This is an optimization exercise on Yosys and OpenROAD, whose aim is small area, a short achievable clock period and few clock cycles per item, not a production implementation. Where RTL was checked, it was by simulation tests only, not by an equivalence proof against the original. Power and IR drop assume default switching activity.

==> run a <==
==> flow/design.v (excerpt) <==
module anvil_bus_mac (
    input  wire        clk,
    input  wire        rst,
    input  wire        in_valid,
    output wire        in_ready,
    input  wire [39:0] in_sample,    
    input  wire [23:0] in_gain,      
    input  wire        in_last,
    output reg         out_valid,
    input  wire        out_ready,
    output reg  [39:0] out_value,    
    output reg         out_clip
);
clock: 18.0 ns
lec_check: 0
abc_area: 1
cap_margin: 20
core_margin: 2
core_utilization: 40
place_density: 0.6
slew_margin: 60
synth_hierarchical: 1
standard.sh (not shown) runs the stock make flow with config.mk's settings and CLKGATE_MAP_FILE= SYNTH_SCRIPT=/design/flow/synth_recipe.tcl, a recipe that flattens the netlist after the stock synthesis.
==> flow/flow/run.sh <==
#!/bin/bash
# The standard layout, except that buffer_ports gives the ports
# sky130_fd_sc_hd__buf_2 buffers instead of the delay buffers it picks by
# default. Every port still gets its own buffer.
set -euo pipefail
bash standard.sh "BUFFER_PORTS_ARGS=-buffer_cell sky130_fd_sc_hd__buf_2" finish > standard.log 2>&1
==> run b (differences from run a) <==
--- a/flow/design.v
+++ b/flow/design.v
@@ -1034,10 +1034,11 @@
     wire take   = en & r_v;
     wire fin    = take & r_l;
     wire ov_nxt = fin | (out_valid & ~out_ready);
     wire rv_nxt = en ? m_v : r_v;
     wire rl_nxt = en ? m_l : r_l;
+    wire iv_nxt = rdy ? in_valid : i_v;
     wire mv_nxt = en ? i_v : m_v;
     wire en_nxt = ~(ov_nxt & rv_nxt & rl_nxt);
     always @(posedge clk) begin
         if (rst) begin
             acc       <= 46'd0;
@@ -1047,12 +1048,12 @@
             ei        <= 1'b1;
             rdy       <= 1'b1;
         end else begin
             out_valid <= ov_nxt;
             en        <= en_nxt;
-            ei        <= en_nxt | (~rdy & ~i_v);
-            rdy       <= en_nxt | (~rdy & ~i_v & ~mv_nxt);
+            ei        <= en_nxt | ~iv_nxt;
+            rdy       <= en_nxt | (~iv_nxt & ~mv_nxt);
             if (take) begin
                 if (r_l) begin
                     acc      <= 46'd0;
                     acc_clip <= 1'b0;
                 end else begin
==> notes.md <==
In fmax, run b and run a hardly differ.
Utilization: run b is lower than run a (0.27 points).
Of run a and run b, run b has the higher area after synthesis (gap 0.38%, measured against run b).
In flip-flop and latch count, run b and run a do not differ.
Against run b, the die area of run a is lower by 0.38%.
Between run a and run b, the lower power is in run b (gap 0.57%, measured against run b).
Between run a and run b, the lower count of clock-buffer cells in the layout is in run a (gap 3).
Combinational power is about the same in run b and run a.
In run b the setup slack is lower than in run a, by 0.0081 ns.
Against run a, the non-clock buffer count of run b is lower by 20.
Testbench counts of run b, summed over its fixed seeds: cycles 79,310, items 4,800.
No functional check of the RTL was part of run a.

---

==> try-lagoon <==
anvil_bus_mac, a different RTL version from the one above (not shown whole).
make LEC_CHECK=0 ABC_CLOCK_PERIOD_IN_PS=4500 CAP_MARGIN=20 CORE_MARGIN=2 CORE_UTILIZATION=40 PLACE_DENSITY=0.6 SLEW_MARGIN=20 finish   # period 18.0 ns
run.sh (not shown) runs the stock make flow with config.mk's settings and CLKGATE_MAP_FILE= SYNTH_SCRIPT=/design/flow/synth_recipe.tcl, a recipe that flattens the netlist after the stock synthesis.
Stock flow here: none of the scripts above is used.
==> try-indigo: changes against try-lagoon <==
- ABC_AREA: unset -> 1
- ABC_CLOCK_PERIOD_IN_PS: 4500 -> unset
==> try-xenon: changes against try-lagoon <==
--- a/flow/design.v
+++ b/flow/design.v
@@ -9,63 +9,55 @@
     output reg         out_valid,
     input  wire        out_ready,
     output reg  [39:0] out_value,    
     output reg         out_clip
 );
     localparam [39:0] MAX40 = 40'h7F_FFFF_FFFF;
     localparam [39:0] MIN40 = 40'h80_0000_0000;
-    reg en;                       
-    assign in_ready = en;
+    reg en, ei, rdy;
+    assign in_ready = rdy;
+    wire [24:0] gx = {in_gain, 1'b0};
+    wire [11:0] dneg, done_, dtwo;
+    genvar j;
+    generate for (j = 0; j < 12; j = j + 1) begin : g_booth
+        wire b2 = gx[2*j+2], b1 = gx[2*j+1], b0 = gx[2*j];
+        assign dneg[j]  = b2;
+        assign done_[j] = b1 ^ b0;
+        assign dtwo[j]  = (b2 & ~b1 & ~b0) | (~b2 & b1 & b0);
+    end endgenerate
+    wire in_pneg = (in_sample[39] ^ in_gain[23]) & (|in_sample) & (|in_gain);
     reg [39:0] s_r;
-    reg [23:0] g_r;
+    reg [11:0] bneg, bone, btwo;
+    reg        pneg;
     reg        i_v, i_l;
     always @(posedge clk) begin
-        if (en) begin
-            s_r <= in_sample;
-            g_r <= in_gain;
-            i_l <= in_last;
+        if (ei) begin
+            s_r  <= in_sample;
+            bneg <= dneg;
+            bone <= done_;
+            btwo <= dtwo;
+            pneg <= in_pneg;
+            i_l  <= in_last;
         end
-        if (rst)     i_v <= 1'b0;
-        else if (en) i_v <= in_valid;
+        if (rst)      i_v <= 1'b0;
+        else if (rdy) i_v <= in_valid;
     end
-    wire [11:0] bneg, bone, btwo;
-    wire [24:0] gx = {g_r, 1'b0};
-    genvar j;
-    generate for (j = 0; j < 12; j = j + 1) begin : g_booth
-        wire b2 = gx[2*j+2], b1 = gx[2*j+1], b0 = gx[2*j];
-        assign bneg[j] = b2;
-        assign bone[j] = b1 ^ b0;
-        assign btwo[j] = (b2 & ~b1 & ~b0) | (~b2 & b1 & b0);
-    end endgenerate
     wire [42:0] sx = {{2{s_r[39]}}, s_r, 1'b0};
-    wire [41:0] pp0;
-    wire [41:0] pp1;
-    wire [41:0] pp2;
-    wire [41:0] pp3;
-    wire [41:0] pp4;
-    wire [41:0] pp5;
-    wire [41:0] pp6;
-    wire [41:0] pp7;
-    wire [41:0] pp8;
-    wire [41:0] pp9;
-    wire [41:0] pp10;
-    wire [41:0] pp11;
-    assign pp0 = (({42{bone[0]}} & sx[42:1]) | ({42{btwo[0]}} & sx[41:0])) ^ {42{bneg[0]}};
-    assign pp1 = (({42{bone[1]}} & sx[42:1]) | ({42{btwo[1]}} & sx[41:0])) ^ {42{bneg[1]}};
-    assign pp2 = (({42{bone[2]}} & sx[42:1]) | ({42{btwo[2]}} & sx[41:0])) ^ {42{bneg[2]}};
-    assign pp3 = (({42{bone[3]}} & sx[42:1]) | ({42{btwo[3]}} & sx[41:0])) ^ {42{bneg[3]}};
-    assign pp4 = (({42{bone[4]}} & sx[42:1]) | ({42{btwo[4]}} & sx[41:0])) ^ {42{bneg[4]}};
-    assign pp5 = (({42{bone[5]}} & sx[42:1]) | ({42{btwo[5]}} & sx[41:0])) ^ {42{bneg[5]}};
-    assign pp6 = (({42{bone[6]}} & sx[42:1]) | ({42{btwo[6]}} & sx[41:0])) ^ {42{bneg[6]}};
-    assign pp7 = (({42{bone[7]}} & sx[42:1]) | ({42{btwo[7]}} & sx[41:0])) ^ {42{bneg[7]}};
-    assign pp8 = (({42{bone[8]}} & sx[42:1]) | ({42{btwo[8]}} & sx[41:0])) ^ {42{bneg[8]}};
-    assign pp9 = (({42{bone[9]}} & sx[42:1]) | ({42{btwo[9]}} & sx[41:0])) ^ {42{bneg[9]}};
-    assign pp10 = (({42{bone[10]}} & sx[42:1]) | ({42{btwo[10]}} & sx[41:0])) ^ {42{bneg[10]}};
-    assign pp11 = (({42{bone[11]}} & sx[42:1]) | ({42{btwo[11]}} & sx[41:0])) ^ {42{bneg[11]}};
-    wire pneg = (s_r[39] ^ g_r[23]) & (|s_r) & (|g_r);
+    wire [41:0] pp0 = (({42{bone[0]}} & sx[42:1]) | ({42{btwo[0]}} & sx[41:0])) ^ {42{bneg[0]}};
+    wire [41:0] pp1 = (({42{bone[1]}} & sx[42:1]) | ({42{btwo[1]}} & sx[41:0])) ^ {42{bneg[1]}};
+    wire [41:0] pp2 = (({42{bone[2]}} & sx[42:1]) | ({42{btwo[2]}} & sx[41:0])) ^ {42{bneg[2]}};
+    wire [41:0] pp3 = (({42{bone[3]}} & sx[42:1]) | ({42{btwo[3]}} & sx[41:0])) ^ {42{bneg[3]}};
+    wire [41:0] pp4 = (({42{bone[4]}} & sx[42:1]) | ({42{btwo[4]}} & sx[41:0])) ^ {42{bneg[4]}};
+    wire [41:0] pp5 = (({42{bone[5]}} & sx[42:1]) | ({42{btwo[5]}} & sx[41:0])) ^ {42{bneg[5]}};
+    wire [41:0] pp6 = (({42{bone[6]}} & sx[42:1]) | ({42{btwo[6]}} & sx[41:0])) ^ {42{bneg[6]}};
+    wire [41:0] pp7 = (({42{bone[7]}} & sx[42:1]) | ({42{btwo[7]}} & sx[41:0])) ^ {42{bneg[7]}};
+    wire [41:0] pp8 = (({42{bone[8]}} & sx[42:1]) | ({42{btwo[8]}} & sx[41:0])) ^ {42{bneg[8]}};
+    wire [41:0] pp9 = (({42{bone[9]}} & sx[42:1]) | ({42{btwo[9]}} & sx[41:0])) ^ {42{bneg[9]}};
+    wire [41:0] pp10 = (({42{bone[10]}} & sx[42:1]) | ({42{btwo[10]}} & sx[41:0])) ^ {42{bneg[10]}};
+    wire [41:0] pp11 = (({42{bone[11]}} & sx[42:1]) | ({42{btwo[11]}} & sx[41:0])) ^ {42{bneg[11]}};
     wire f0s = ~(bneg[0] ^ ~pneg);
     wire f0c = bneg[0] | ~pneg;
     wire h0s = ~pp0[1];
     wire h0c = pp0[1];
     wire f1s = ~(bneg[1] ^ pp0[2]);
     wire f1c = bneg[1] | pp0[2];
     wire h1s = pp1[0] ^ h0c;
@@ -1000,60 +992,79 @@
     wire h48c = f418s & f416c;
     wire f419s = ~pp10[41] ^ pp11[39] ^ f418c;
     wire f419c = (~pp10[41] & pp11[39]) | (~pp10[41] & f418c) | (pp11[39] & f418c);
     wire h49s = ~pp11[40];
     wire h49c = pp11[40];
     wire [63:0] rs = {~pp11[41], f419c, h48c, f417c, h47c, f413c, h46c, f407c, h45c, f399c, h44c, f389c, h43c, f377c, h42c, f363c, h41c, f347c, h40c, f329c, h39c, f309c, h38c, h37c, h36c, h35c, h34c, h33c, h32c, h31c, h30c, h29c, h28c, h27c, h26c, h25c, h24c, h23c, h22c, h21c, h20c, h19c, h18c, f90c, h17c, h16c, f72s, h14c, h13c, h12c, h11c, h10c, h9c, h8c, h7c, h6c, f12s, f9s, f6s, f4s, f2s, f1s, f0c, pp0[0]};
     wire [63:0] rc = {h49c, h49s, f419s, h48s, f417s, h47s, f413s, h46s, f407s, h45s, f399s, h44s, f389s, h43s, f377s, h42s, f363s, h41s, f347s, h40s, f329s, h39s, f309s, h38s, h37s, h36s, h35s, h34s, h33s, h32s, h31s, h30s, h29s, h28s, h27s, h26s, h25s, h24s, h23s, h22s, h21s, h20s, h19s, h18s, f90s, h17s, h16s, h15s, h14s, h13s, h12s, h11s, h10s, h9s, h8s, h7s, h6s, h5s, h4s, h3s, h2s, h1s, h0s, f0s};
-    wire [20:0] lowsum = {1'b0, rs[19:0]} + {1'b0, rc[19:0]};
-    reg [43:0] m_s, m_c;
+    wire [14:0] lowsum = {1'b0, rs[13:0]} + {1'b0, rc[13:0]};
+    reg [49:0] m_s, m_c;
     reg        m_k;
     reg        m_v, m_l;
     always @(posedge clk) begin
         if (en) begin
-            m_s <= rs[63:20];
-            m_c <= rc[63:20];
-            m_k <= lowsum[20];
+            m_s <= rs[63:14];
+            m_c <= rc[63:14];
+            m_k <= lowsum[14];
             m_l <= i_l;
         end
         if (rst)     m_v <= 1'b0;
         else if (en) m_v <= i_v;
     end
-    wire [43:0] prnd = m_s + m_c + {43'd0, m_k};    
-    wire        t_ovf  = ~(&prnd[43:39]) & (|prnd[43:39]);
-    wire [39:0] term   = t_ovf ? (prnd[43] ? MIN40 : MAX40) : prnd[39:0];
+    wire [49:0] rsum = m_s + m_c + {49'd0, m_k};
+    wire [43:0] prnd = rsum[49:6];      
+    wire        t_ovf = ~(&prnd[43:39]) & (|prnd[43:39]);
+    wire [39:0] term  = t_ovf ? (prnd[43] ? MIN40 : MAX40) : prnd[39:0];
+    reg  [39:0] r_t;
+    reg         r_c;
+    reg         r_v, r_l;
+    always @(posedge clk) begin
+        if (en) begin
+            r_t <= term;
+            r_c <= t_ovf;
+            r_l <= m_l;
+        end
+        if (rst)     r_v <= 1'b0;
+        else if (en) r_v <= m_v;
+    end
     reg  [45:0] acc;
     reg         acc_clip;
-    wire [45:0] sum    = acc + {{6{term[39]}}, term};
-    wire        s_ovf  = ~(&sum[45:39]) & (|sum[45:39]);
+    wire [45:0] sum     = acc + {{6{r_t[39]}}, r_t};
+    wire        s_ovf   = ~(&sum[45:39]) & (|sum[45:39]);
     wire [39:0] sum_sat = s_ovf ? (sum[45] ? MIN40 : MAX40) : sum[39:0];
-    wire take   = en & m_v;
-    wire done   = take & m_l;
-    wire drain  = out_valid & out_ready;
-    wire ov_nxt = done | (out_valid & ~out_ready);
+    wire take   = en & r_v;
+    wire fin    = take & r_l;
+    wire ov_nxt = fin | (out_valid & ~out_ready);
+    wire rv_nxt = en ? m_v : r_v;
+    wire rl_nxt = en ? m_l : r_l;
+    wire iv_nxt = rdy ? in_valid : i_v;
     wire mv_nxt = en ? i_v : m_v;
-    wire ml_nxt = en ? i_l : m_l;
+    wire en_nxt = ~(ov_nxt & rv_nxt & rl_nxt);
     always @(posedge clk) begin
         if (rst) begin
             acc       <= 46'd0;
             acc_clip  <= 1'b0;
             out_valid <= 1'b0;
             en        <= 1'b1;
+            ei        <= 1'b1;
+            rdy       <= 1'b1;
         end else begin
             out_valid <= ov_nxt;
-            en        <= ~(ov_nxt & mv_nxt & ml_nxt);
+            en        <= en_nxt;
+            ei        <= en_nxt | ~iv_nxt;
+            rdy       <= en_nxt | (~iv_nxt & ~mv_nxt);
             if (take) begin
-                if (m_l) begin
+                if (r_l) begin
                     acc      <= 46'd0;
                     acc_clip <= 1'b0;
                 end else begin
                     acc      <= sum;
-                    acc_clip <= acc_clip | t_ovf;
+                    acc_clip <= acc_clip | r_c;
                 end
             end
         end
-        if (done) begin
+        if (fin) begin
             out_value <= sum_sat;
-            out_clip  <= acc_clip | t_ovf | s_ovf;
+            out_clip  <= acc_clip | r_c | s_ovf;
         end
     end
 endmodule
- ABC_AREA: unset -> 1
- ABC_CLOCK_PERIOD_IN_PS: 4500 -> unset
- SLEW_MARGIN: 20 -> 60
==> flow_metrics.env <==
export IMPL_avgSynthCellArea_um2=8.48
export IMPL_ys_top_cells_by_count="nand2_1 (807), inv_1 (750), xor2_1 (531), o22ai_1 (469), fa_1 (390)"
export IMPL_p_clk_frac=0.109
export IMPL_dieHeight_um=308
export IMPL_fin_skew_ps=31.0
export IMPL_synthSimpleGateAreaFrac=0.128
export IMPL_outcome="finished clean"
export IMPL_met1_length_um=47300
export IMPL_rr_worst_depth=13
export IMPL_grt_start_max_net_pins=74
export IMPL_inverters_excl_clock=770
-- figures above: try-xenon

==> flow_metrics.env <==
export IMPL_fin_skew_ps=16.5
export IMPL_outcome="finished clean"
export IMPL_synthSimpleGateAreaFrac=0.116
export IMPL_dieHeight_um=294
export IMPL_avgSynthCellArea_um2=8.56
export IMPL_p_clk_frac=0.077
export IMPL_grt_start_max_net_pins=68
export IMPL_inverters_excl_clock=551
export IMPL_ys_top_cells_by_count="nand2_1 (608), inv_1 (522), xor2_1 (517), o22ai_1 (468), fa_1 (393)"
-- figures above: try-indigo

==> flow_metrics.env <==
export IMPL_synthSimpleGateAreaFrac=0.135
export IMPL_grt_start_max_net_pins=184
export IMPL_outcome="finished clean"
export IMPL_rr_worst_depth=24
export IMPL_fin_skew_ps=51.6
export IMPL_dieHeight_um=329
export IMPL_avgSynthCellArea_um2=7.81
export IMPL_p_clk_frac=0.094
export IMPL_inverters_excl_clock=326
-- figures above: try-lagoon

No run of this note included a check of the RTL's function; only the layout flow was run.

==> afterwards: timing with drivers on the ports <==
How much do the figures lean on ideal ports? The routed layouts below were timed once more, with nothing changed but the port constraints.
Step 1 assumes that a clkbuf_16 drives the clock port and a buf_2 every other input.
Step 2 adds t to the input delays and takes it off the output delays; t is the mean of the earliest and latest rising clock arrival at the registers after step 1. Input paths then give back, and output paths get back, about the clock's delay inside the block.
Three values: no drivers, after step 1, after step 2; two values: the first two.
run | t, ns | slack for setup (ns) | worst data-port slew with drivers (ns)
run a | 0.639 | 13.262 / 13.201 / 13.310 | 0.04
run b | 0.645 | 13.254 / 13.193 / 13.207 | 0.05
try-lagoon | 0.666 | 9.495 / 9.495 / 9.495 | 0.04
try-indigo | 0.655 | 11.456 / 11.456 / 11.456 | 0.05
try-xenon | 0.657 | 12.933 / 12.864 / 12.565 | 0.05
After both steps setup and hold are still met in every run listed. The setup slack of try-xenon, which loses most, moves by -0.069 ns with the drivers and by -0.368 ns with both steps.
